Source: an optimization exercise on an open RTL-to-GDS flow (aim: small area, a short achievable clock period and few clock cycles). Production flows keep margins and buffers that such runs may drop.
Function was checked by simulation only, so behaviour that the tests miss may differ from the original.

==> v15 <==
// flush_cvt
module flush_cvt (
    input  wire        clk,
    input  wire        rst,
    input  wire        in_valid,
    output wire        in_ready,
    input  wire [95:0] in_acc,
    input  wire [1:0]  in_tag,
    input  wire [7:0]  in_level,
    input  wire [3:0]  in_fmt,
    input  wire        in_sr,
    input  wire [31:0] in_rand,
    output reg         out_valid,
    output reg  [31:0] out_data,
    output reg         out_overflow
);
    assign in_ready = 1'b1;
    reg        v1;
    reg [95:0] acc1;
    reg [1:0]  tag1;
    reg [7:0]  level1;
    reg [3:0]  fmt1;
    reg        sr1;
    reg [31:0] rnd1;
    always @(posedge clk) begin
        if (rst) v1 <= 1'b0;
        else     v1 <= in_valid;
        acc1   <= in_acc;
        tag1   <= in_tag;
        level1 <= in_level;
        fmt1   <= in_fmt;
        sr1    <= in_sr;
        rnd1   <= in_rand;
    end
    wire [63:0] win;
    wire        neg, zero, sticky, hix;
    wire [8:0]  zexp;
    flush_cvt_s1 u_s1 (.acc(acc1), .level(level1), .fmt(fmt1), .win(win), .neg(neg),
                       .zero(zero), .sticky(sticky), .hix(hix), .zexp(zexp));
    reg        v2;
    reg [63:0] win2;
    reg        neg2, zero2, sticky2, hix2;
    reg [8:0]  zexp2;
    reg [1:0]  tag2;
    reg [3:0]  fmt2;
    reg        sr2;
    reg [31:0] rnd2;
    always @(posedge clk) begin
        if (rst) v2 <= 1'b0;
        else     v2 <= v1;
        win2    <= win;
        neg2    <= neg;
        zero2   <= zero;
        sticky2 <= sticky;
        hix2    <= hix;
        zexp2   <= zexp;
        tag2    <= tag1;
        fmt2    <= fmt1;
        sr2     <= sr1;
        rnd2    <= rnd1;
    end
    wire [31:0] data;
    wire        overflow;
    flush_cvt_s2 u_s2 (.win(win2), .neg(neg2), .zero(zero2), .sticky(sticky2), .hix(hix2),
                       .zexp(zexp2), .tag(tag2), .fmt(fmt2), .sr(sr2), .rnd(rnd2),
                       .data(data), .overflow(overflow));
    always @(posedge clk) begin
        if (rst) out_valid <= 1'b0;
        else     out_valid <= v2;
  ...
export LEC_CHECK = 0
export CAP_MARGIN = 20
export CORE_MARGIN = 2
export CORE_UTILIZATION = 60
export PLACE_DENSITY = 0.75
export SLEW_MARGIN = 20
create_clock -name core_clock -period 34.0 [get_ports {clk}]
standard.sh (not shown) runs the stock make flow with config.mk's settings and CLKGATE_MAP_FILE= SYNTH_SCRIPT=/design/flow/synth_recipe.tcl, a recipe that flattens the netlist after the stock synthesis.
==> flow/flow/run.sh <==
#!/bin/bash
# Standard layout (standard.sh, the standard flow's own ORFS run) with these changes:
#  - synthesis maps with flow/area.abc (ABC's &nf mapper) instead of ORFS's
#    ABC script; the rest of synthesis is synth_recipe.tcl unchanged, so the
#    registers and their names are those of the standard synthesis;
#  - ports are buffered with buf_1 cells instead of clkdlybuf4s50_1;
#  - clock tree: larger sink clusters driven by clkbuf_8, no dummy loads;
#  - timing repair aims for setup slack above SETUP_SLACK_MARGIN.
# make's output goes to make.log here; ORFS keeps each step's log under
# orfs/logs/.
set -euo pipefail
HERE=$(pwd)
export MY_ABC_SCRIPT=$HERE/flow/area.abc
export FLOW_SYNTH_TCL=$HERE/synth_recipe.tcl
bash standard.sh finish SYNTH_SCRIPT=$HERE/flow/synth.tcl \
  SETUP_SLACK_MARGIN=26.2 \
  "BUFFER_PORTS_ARGS=-buffer_cell sky130_fd_sc_hd__buf_1" \
  "CTS_ARGS=-sink_clustering_enable -repair_clock_nets -dont_use_dummy_load -root_buf sky130_fd_sc_hd__clkbuf_16 -buf_list sky130_fd_sc_hd__clkbuf_8 -sink_clustering_size 16 -sink_clustering_max_diameter 60" \
  > make.log 2>&1
==> flow/flow/area.abc <==
strash
&get -n
&fraig -x
&put
scorr
dc2
strash
&get -n
&dch -f
&nf -R 1000
&put
==> flow/flow/synth.tcl <==
# synth_recipe.tcl, with the liberty mapping done by our ABC script.
proc abc {args} {
  set i [lsearch -exact $args -script]
  if {$i >= 0} { set args [lreplace $args $i [expr {$i + 1}]] }
  set j [lsearch -exact $args -D]
  if {$j >= 0} { set args [lreplace $args $j [expr {$j + 1}]] }
  yosys abc -script $::env(MY_ABC_SCRIPT) {*}$args
}
source $::env(FLOW_SYNTH_TCL)
==> inputs of v31, as changes to v15 <==
--- a/flow/design.v
+++ b/flow/design.v
@@ -57,15 +57,15 @@
 endmodule
 module flush_cvt_cout (
     input  wire [31:0] a,
     input  wire [31:0] b,
     input  wire        ci,
     output wire        co
 );
-    wire [31:0] g0 = (a & b) | {31'd0, (a[0] | b[0]) & ci};
+    wire [31:0] g0 = a & b;
     wire [31:0] p0 = a | b;
     genvar l, i;
     generate
         for (l = 1; l <= 5; l = l + 1) begin : lv
             wire [(32>>l)-1:0] g, p;
             for (i = 0; i < (32 >> l); i = i + 1) begin : nd
                 if (l == 1) begin : leaf
@@ -74,44 +74,43 @@
                 end else begin : node
                     assign g[i] = lv[l-1].g[2*i+1] | (lv[l-1].p[2*i+1] & lv[l-1].g[2*i]);
                     assign p[i] = lv[l-1].p[2*i+1] & lv[l-1].p[2*i];
                 end
             end
         end
     endgenerate
-    assign co = lv[5].g[0];
+    assign co = lv[5].g[0] | (lv[5].p[0] & ci);
 endmodule
 module flush_cvt_inc (
     input  wire [31:0] a,
     input  wire        ci,
     output wire [31:0] s
 );
-    wire [32:0] t0 = {a, ci};            
     genvar l, i;
     generate
-        for (l = 0; l < 6; l = l + 1) begin : lv
-            wire [32:0] pa;              
-            for (i = 0; i < 33; i = i + 1) begin : nd
+        for (l = 0; l < 5; l = l + 1) begin : lv
+            wire [31:0] pa;              
+            for (i = 0; i < 32; i = i + 1) begin : nd
                 if (l == 0) begin : first
                     if (i % 2 == 1) begin : odd
-                        assign pa[i] = t0[i] & t0[i-1];
+                        assign pa[i] = a[i] & a[i-1];
                     end else begin : even
-                        assign pa[i] = t0[i];
+                        assign pa[i] = a[i];
                     end
                 end else begin : rest
                     if ((i >> l) % 2 == 1) begin : hi
                         assign pa[i] = lv[l-1].pa[i] & lv[l-1].pa[((i >> l) << l) - 1];
                     end else begin : keep
                         assign pa[i] = lv[l-1].pa[i];
                     end
                 end
             end
         end
     endgenerate
-    assign s = a ^ lv[5].pa[31:0];
+    assign s = a ^ ({lv[4].pa[30:0], 1'b1} & {32{ci}});
 endmodule
 module flush_cvt_add7 (
     input  wire [6:0] a,
     input  wire [6:0] b,
     output wire [6:0] s
 );
     wire [6:0] g0 = a & b;
@@ -138,73 +137,68 @@
     assign c[3:0] = g2[3:0];
     assign c[4] = g2[4] | (p2[4] & g2[3]);
     assign c[5] = g2[5] | (p2[5] & g2[3]);
     assign c[6] = g2[6] | (p2[6] & g2[3]);
     assign s = p0 ^ {c[5:0], 1'b0};
 endmodule
 module flush_cvt_s1 (
-    input  wire [95:0] acc,
+    input  wire [94:0] x,          
+    input  wire        neg,        
     input  wire [7:0]  level,
     input  wire [3:0]  fmt,
     output wire [63:0] win,        
-    output wire        neg,
-    output wire        zero,       
     output wire        sticky,     
     output wire        hix,        
     output wire [8:0]  zexp        
 );
     wire [9:0]         oh;
     wire               is_int, known;
     wire [4:0]         pm1;
     wire signed [7:0]  emin;
     flush_cvt_fmt u_fmt (.fmt(fmt), .oh(oh), .is_int(is_int), .known(known), .pm1(pm1),
                          .emin(emin));
-    assign neg = acc[95];
     wire [6:0] q;
     wire       nz;
-    wire [95:0] dv = {acc[95:1] ^ acc[94:0], acc[0]};
-    flush_cvt_penc #(.LG(7), .MSB(1)) u_lead (.v({32'd0, dv}), .pos(q), .any(nz));
-    assign zero = ~nz;
-    wire signed [9:0] t    = 10'sd80 - {{2{level[7]}}, level};              
-    wire signed [9:0] c_sb = {{2{emin[7]}}, emin} - {5'd0, pm1};           
-    wire signed [9:0] c_zb = 10'sd32 - {{2{emin[7]}}, emin};                
-    wire signed [9:0] s_ls = is_int ? t : (t + c_sb);
-    wire [7:0]        s_lc = s_ls[9] ? 8'd0 : (s_ls > 10'sd160) ? 8'd160 : s_ls[7:0];
-    wire [6:0]        s_nrm;                                                 
+    flush_cvt_penc #(.LG(7), .MSB(1)) u_lead (.v({32'd0, x, neg}), .pos(q), .any(nz));
+    wire [8:0] t    = 9'd80 - {level[7], level};
+    wire [8:0] c_sb = {emin[7], emin} - {4'd0, pm1};                   
+    wire [8:0] c_zb = 9'd32 - {emin[7], emin};                         
+    wire [8:0] s_ls = t + (is_int ? 9'd0 : c_sb);
+    wire [7:0] s_lc = s_ls[8] ? 8'd0 : (s_ls[7:0] > 8'd160) ? 8'd160 : s_ls[7:0];
+    wire [6:0] s_nrm;                                                  
     flush_cvt_add7 u_add (.a(q), .b(7'd31 - {2'd0, pm1}), .s(s_nrm));
-    wire signed [9:0] u    = t - c_zb;                                    
-    wire [9:0]        zb   = {3'd0, q} - u;
-    wire              normal = u[9] | ((u[9:7] == 3'd0) & (q > u[6:0]));
-    wire              sel_l = is_int | ~normal;
-    wire [7:0]        s    = {sel_l & s_lc[7], sel_l ? s_lc[6:0] : s_nrm};
-    assign hix = t[9] | ((t[9:7] == 3'd0) & (q > t[6:0]));
-    wire [318:0] t0 = {{159{neg}}, acc, 64'd0};
+    wire [8:0] u    = t - c_zb;                                        
+    wire [8:0] zb   = {2'd0, q} - u;
+    wire       normal = nz & (u[8] | (~u[7] & (q > u[6:0])));
+    wire       sel_l = is_int | ~normal;
+    wire [7:0] s    = {sel_l & s_lc[7], sel_l ? s_lc[6:0] : s_nrm};
+    assign hix = nz & (t[8] | (~t[7] & (q > t[6:0])));
+    wire [318:0] t0 = {224'd0, x, {64{neg}}};
     wire [190:0] t7 = s[7] ? t0[128 +: 191] : t0[0 +: 191];
     wire [126:0] t6 = s[6] ? t7[64 +: 127]  : t7[0 +: 127];
     wire [94:0]  t5 = s[5] ? t6[32 +: 95]   : t6[0 +: 95];
     wire [78:0]  t4 = s[4] ? t5[16 +: 79]   : t5[0 +: 79];
     wire [70:0]  t3 = s[3] ? t4[8 +: 71]    : t4[0 +: 71];
     wire [66:0]  t2 = s[2] ? t3[4 +: 67]    : t3[0 +: 67];
     wire [64:0]  t1 = s[1] ? t2[2 +: 65]    : t2[0 +: 65];
     assign win      = s[0] ? t1[1 +: 64]    : t1[0 +: 64];
-    wire d7 = s[7] & (|acc[63:0]);
-    wire d6 = s[6] & (|t7[63:0]);
-    wire d5 = s[5] & (|t6[31:0]);
-    wire d4 = s[4] & (|t5[15:0]);
-    wire d3 = s[3] & (|t4[7:0]);
-    wire d2 = s[2] & (|t3[3:0]);
-    wire d1 = s[1] & (|t2[1:0]);
-    wire d0 = s[0] & t1[0];
+    wire d7 = s[7] & (neg ? ~(&x[63:0])   : (|x[63:0]));
+    wire d6 = s[6] & (neg ? ~(&t7[63:0])  : (|t7[63:0]));
+    wire d5 = s[5] & (neg ? ~(&t6[31:0])  : (|t6[31:0]));
+    wire d4 = s[4] & (neg ? ~(&t5[15:0])  : (|t5[15:0]));
+    wire d3 = s[3] & (neg ? ~(&t4[7:0])   : (|t4[7:0]));
+    wire d2 = s[2] & (neg ? ~(&t3[3:0])   : (|t3[3:0]));
+    wire d1 = s[1] & (neg ? ~(&t2[1:0])   : (|t2[1:0]));
+    wire d0 = s[0] & (t1[0] ^ neg);
     assign sticky = d7 | d6 | d5 | d4 | d3 | d2 | d1 | d0;
-    assign zexp = normal ? zb[8:0] : 9'd0;
+    assign zexp = normal ? zb : 9'd0;
 endmodule
 module flush_cvt_s2 (
-    input  wire [63:0] win,
+    input  wire [63:0] win,                 
     input  wire        neg,
-    input  wire        zero,
     input  wire        sticky,
     input  wire        hix,
     input  wire [8:0]  zexp,
     input  wire [1:0]  tag,
     input  wire [3:0]  fmt,
     input  wire        sr,
     input  wire [31:0] rnd,
@@ -215,17 +209,16 @@
     wire               is_int, known;
     wire [4:0]         pm1;
     wire signed [7:0]  emin;
     flush_cvt_fmt u_fmt (.fmt(fmt), .oh(oh), .is_int(is_int), .known(known), .pm1(pm1),
                          .emin(emin));
     wire i4 = oh[0], i8 = oh[1], i32 = oh[2], e43 = oh[3], e52 = oh[4], e23 = oh[5],
          e32 = oh[6], h16 = oh[7], b16 = oh[8], s32 = oh[9];
-    wire [63:0] xw = win ^ {64{neg}};       
-    wire [31:0] n = xw[63:32];
-    wire [31:0] f = xw[31:0];
+    wire [31:0] n = win[63:32];             
+    wire [31:0] f = win[31:0];
     wire        c = neg & ~sticky;          
     wire        inc_sr;
     flush_cvt_cout u_cout (.a(f), .b(rnd), .ci(c), .co(inc_sr));
     wire        f_lo1  = &f[30:0];
     wire        f_lo0  = ~|f[30:0];
     wire        inc_rn = c ? (f[31] | (f_lo1 & n[0]))
                            : (f[31] & (~f_lo0 | sticky | n[0]));
@@ -258,15 +251,15 @@
     wire lo1   = i4 ? ones3       : i8 ? ones7       : (&n[30:0]);
     wire lo0   = i4 ? ~(|n[2:0])  : i8 ? ~(|n[6:0])  : ~(|n[30:0]);
     wire iovf  = hix | (neg ? (up_n | (top_n & (~lo0 | inc)))
                             : (up_p | (lo1 & inc)));
     wire [31:0] imax = ({32{i4}} & 32'h7) | ({32{i8}} & 32'h7F) | ({32{i32}} & 32'h7FFF_FFFF);
     wire [31:0] imin = ({32{i4}} & 32'h8) | ({32{i8}} & 32'h80) | ({32{i32}} & 32'h8000_0000);
     wire [31:0] wmask = ({32{i4}} & 32'hF) | ({32{i8}} & 32'hFF) | {32{i32}};
-    wire [31:0] add_a = is_int ? win[63:32] : zenc;
+    wire [31:0] add_a = is_int ? (n ^ {32{neg}}) : zenc;
     wire        add_c = is_int ? (inc ^ neg) : inc;
     wire [31:0] sum;
     flush_cvt_inc u_inc (.a(add_a), .ci(add_c), .s(sum));
     wire t_pinf = (tag == 2'd1), t_ninf = (tag == 2'd2), t_nan = (tag == 2'd3);
     wire [31:0] fp_inf = ({32{e43}} & 32'h7E) | ({32{e52}} & 32'h7C) | ({32{e23 | e32}} & 32'h1F)
                        | ({32{h16}} & 32'h7C00) | ({32{b16}} & 32'h7F80) | ({32{s32}} & 32'h7F80_0000);
     wire [31:0] fp_nan = ({32{e43}} & 32'h7F) | ({32{e52}} & 32'h7E)
@@ -274,34 +267,34 @@
     wire [31:0] d_spec = t_nan ? fp_nan
                        : is_int ? (t_pinf ? imax : imin)
                        : (fp_inf | (t_ninf ? signbit : 32'd0));
     wire        o_spec = is_int | e23 | e32 | (e43 & ~t_nan);
     wire [31:0] d_int = iovf ? (neg ? imin : imax) : (sum & wmask);
     wire [31:0] d_fp  = (fovf ? maxenc : sum) | (neg ? signbit : 32'd0);
     wire        spec  = t_pinf | t_ninf | t_nan;
-    assign data     = (~known | (~spec & zero)) ? 32'd0
-                    : spec ? d_spec : is_int ? d_int : d_fp;
-    assign overflow = known & (spec ? o_spec : (~zero & (is_int ? iovf : fovf)));
+    assign data     = ~known ? 32'd0 : spec ? d_spec : is_int ? d_int : d_fp;
+    assign overflow = known & (spec ? o_spec : (is_int ? iovf : fovf));
 endmodule
 module flush_cvt_core (
     input  wire [95:0] acc,
     input  wire [1:0]  tag,
     input  wire [7:0]  level,
     input  wire [3:0]  fmt,
     input  wire        sr,
     input  wire [31:0] rnd,
     output wire [31:0] data,
     output wire        overflow
 );
     wire [63:0] win;
-    wire        neg, zero, sticky, hix;
+    wire        neg, sticky, hix;
     wire [8:0]  zexp;
-    flush_cvt_s1 u_s1 (.acc(acc), .level(level), .fmt(fmt), .win(win), .neg(neg),
-                       .zero(zero), .sticky(sticky), .hix(hix), .zexp(zexp));
-    flush_cvt_s2 u_s2 (.win(win), .neg(neg), .zero(zero), .sticky(sticky), .hix(hix),
+    assign neg = acc[95];
+    flush_cvt_s1 u_s1 (.x(acc[94:0] ^ {95{neg}}), .neg(neg), .level(level), .fmt(fmt),
+                       .win(win), .sticky(sticky), .hix(hix), .zexp(zexp));
+    flush_cvt_s2 u_s2 (.win(win), .neg(neg), .sticky(sticky), .hix(hix),
                        .zexp(zexp), .tag(tag), .fmt(fmt), .sr(sr), .rnd(rnd),
                        .data(data), .overflow(overflow));
 endmodule
 module flush_cvt (
     input  wire        clk,
     input  wire        rst,
     input  wire        in_valid,
@@ -314,60 +307,61 @@
     input  wire [31:0] in_rand,
     output reg         out_valid,
     output reg  [31:0] out_data,
     output reg         out_overflow
 );
     assign in_ready = 1'b1;
     reg        v1;
-    reg [95:0] acc1;
+    reg [94:0] x1;         
+    reg        neg1;       
     reg [1:0]  tag1;
     reg [7:0]  level1;
     reg [3:0]  fmt1;
     reg        sr1;
     reg [31:0] rnd1;
     always @(posedge clk) begin
         if (rst) v1 <= 1'b0;
         else     v1 <= in_valid;
-        acc1   <= in_acc;
+        x1     <= in_acc[94:0] ^ {95{in_acc[95]}};
+        neg1   <= in_acc[95];
         tag1   <= in_tag;
         level1 <= in_level;
         fmt1   <= in_fmt;
         sr1    <= in_sr;
         rnd1   <= in_rand;
     end
     wire [63:0] win;
-    wire        neg, zero, sticky, hix;
+    wire        sticky, hix;
     wire [8:0]  zexp;
-    flush_cvt_s1 u_s1 (.acc(acc1), .level(level1), .fmt(fmt1), .win(win), .neg(neg),
-                       .zero(zero), .sticky(sticky), .hix(hix), .zexp(zexp));
+    flush_cvt_s1 u_s1 (.x(x1), .neg(neg1), .level(level1), .fmt(fmt1), .win(win),
+                       .sticky(sticky), .hix(hix), .zexp(zexp));
     reg        v2;
     reg [63:0] win2;
-    reg        neg2, zero2, sticky2, hix2;
+    reg        neg2, sticky2, hix2;
     reg [8:0]  zexp2;
     reg [1:0]  tag2;
     reg [3:0]  fmt2;
     reg        sr2;
     reg [31:0] rnd2;
     always @(posedge clk) begin
         if (rst) v2 <= 1'b0;
         else     v2 <= v1;
         win2    <= win;
-        neg2    <= neg;
-        zero2   <= zero;
+        neg2    <= neg1;
         sticky2 <= sticky;
         hix2    <= hix;
         zexp2   <= zexp;
         tag2    <= tag1;
         fmt2    <= fmt1;
         sr2     <= sr1;
         rnd2    <= rnd1;
     end
     wire [31:0] data;
     wire        overflow;
-    flush_cvt_s2 u_s2 (.win(win2), .neg(neg2), .zero(zero2), .sticky(sticky2), .hix(hix2),
+    flush_cvt_s2 u_s2 (.win(win2), .neg(neg2), .sticky(sticky2), .hix(hix2),
                        .zexp(zexp2), .tag(tag2), .fmt(fmt2), .sr(sr2), .rnd(rnd2),
                        .data(data), .overflow(overflow));
     always @(posedge clk) begin
         if (rst) out_valid <= 1'b0;
         else     out_valid <= v2;
         out_data     <= data;
         out_overflow <= overflow;
==> flow/flow/area.abc (replaced) <==
strash
&get -n
&fraig -x
&put
scorr
dc2
strash
&get -n
&dch -f
&nf
&put
topo
stime -c
buffer -c
upsize -c
dnsize -c
==> summary of the runs <==
Of v31 and v15, v15 has the higher register-to-register slack (gap 120 ps). First-iteration DRC count: v31 is larger than v15 (12%). Against v31, the core utilization of v15 is higher by 1.2 points. Against v15, the sequential cell count of v31 is lower by 1. Between v31 and v15, the lower synthesized area is in v31 (gap 1.6%, measured against v15).
Testbench counts of v15, summed over its fixed seeds: cycles 16,024.
Testbench counts of v31, summed over its fixed seeds: cycles 16,024.

[separate check: timing with driven ports]
Ports are ideal in the flow. The routed layouts listed here were re-timed in OpenROAD. Step 1: set_driving_cell puts a clkbuf_16 on clk and a buf_2 on each other input, an assumption about the parent block. Step 2 also shifts input and output timing later by t, the mid clock arrival at the registers, as if the neighbouring blocks saw the same clock. a / b / c = ideal / step 1 / step 2; a / b = the first two.
run	shift t [ns]	setup WS [ns]	cell pins on the clock port's net
v15	0.564	26.216 / 26.160 / 26.533	1
v31	0.563	26.209 / 26.153 / 25.793	1
After both steps every run listed still meets setup and hold. The setup slack of v31, which loses most, moves by -0.056 ns with the drivers and by -0.416 ns with both steps.
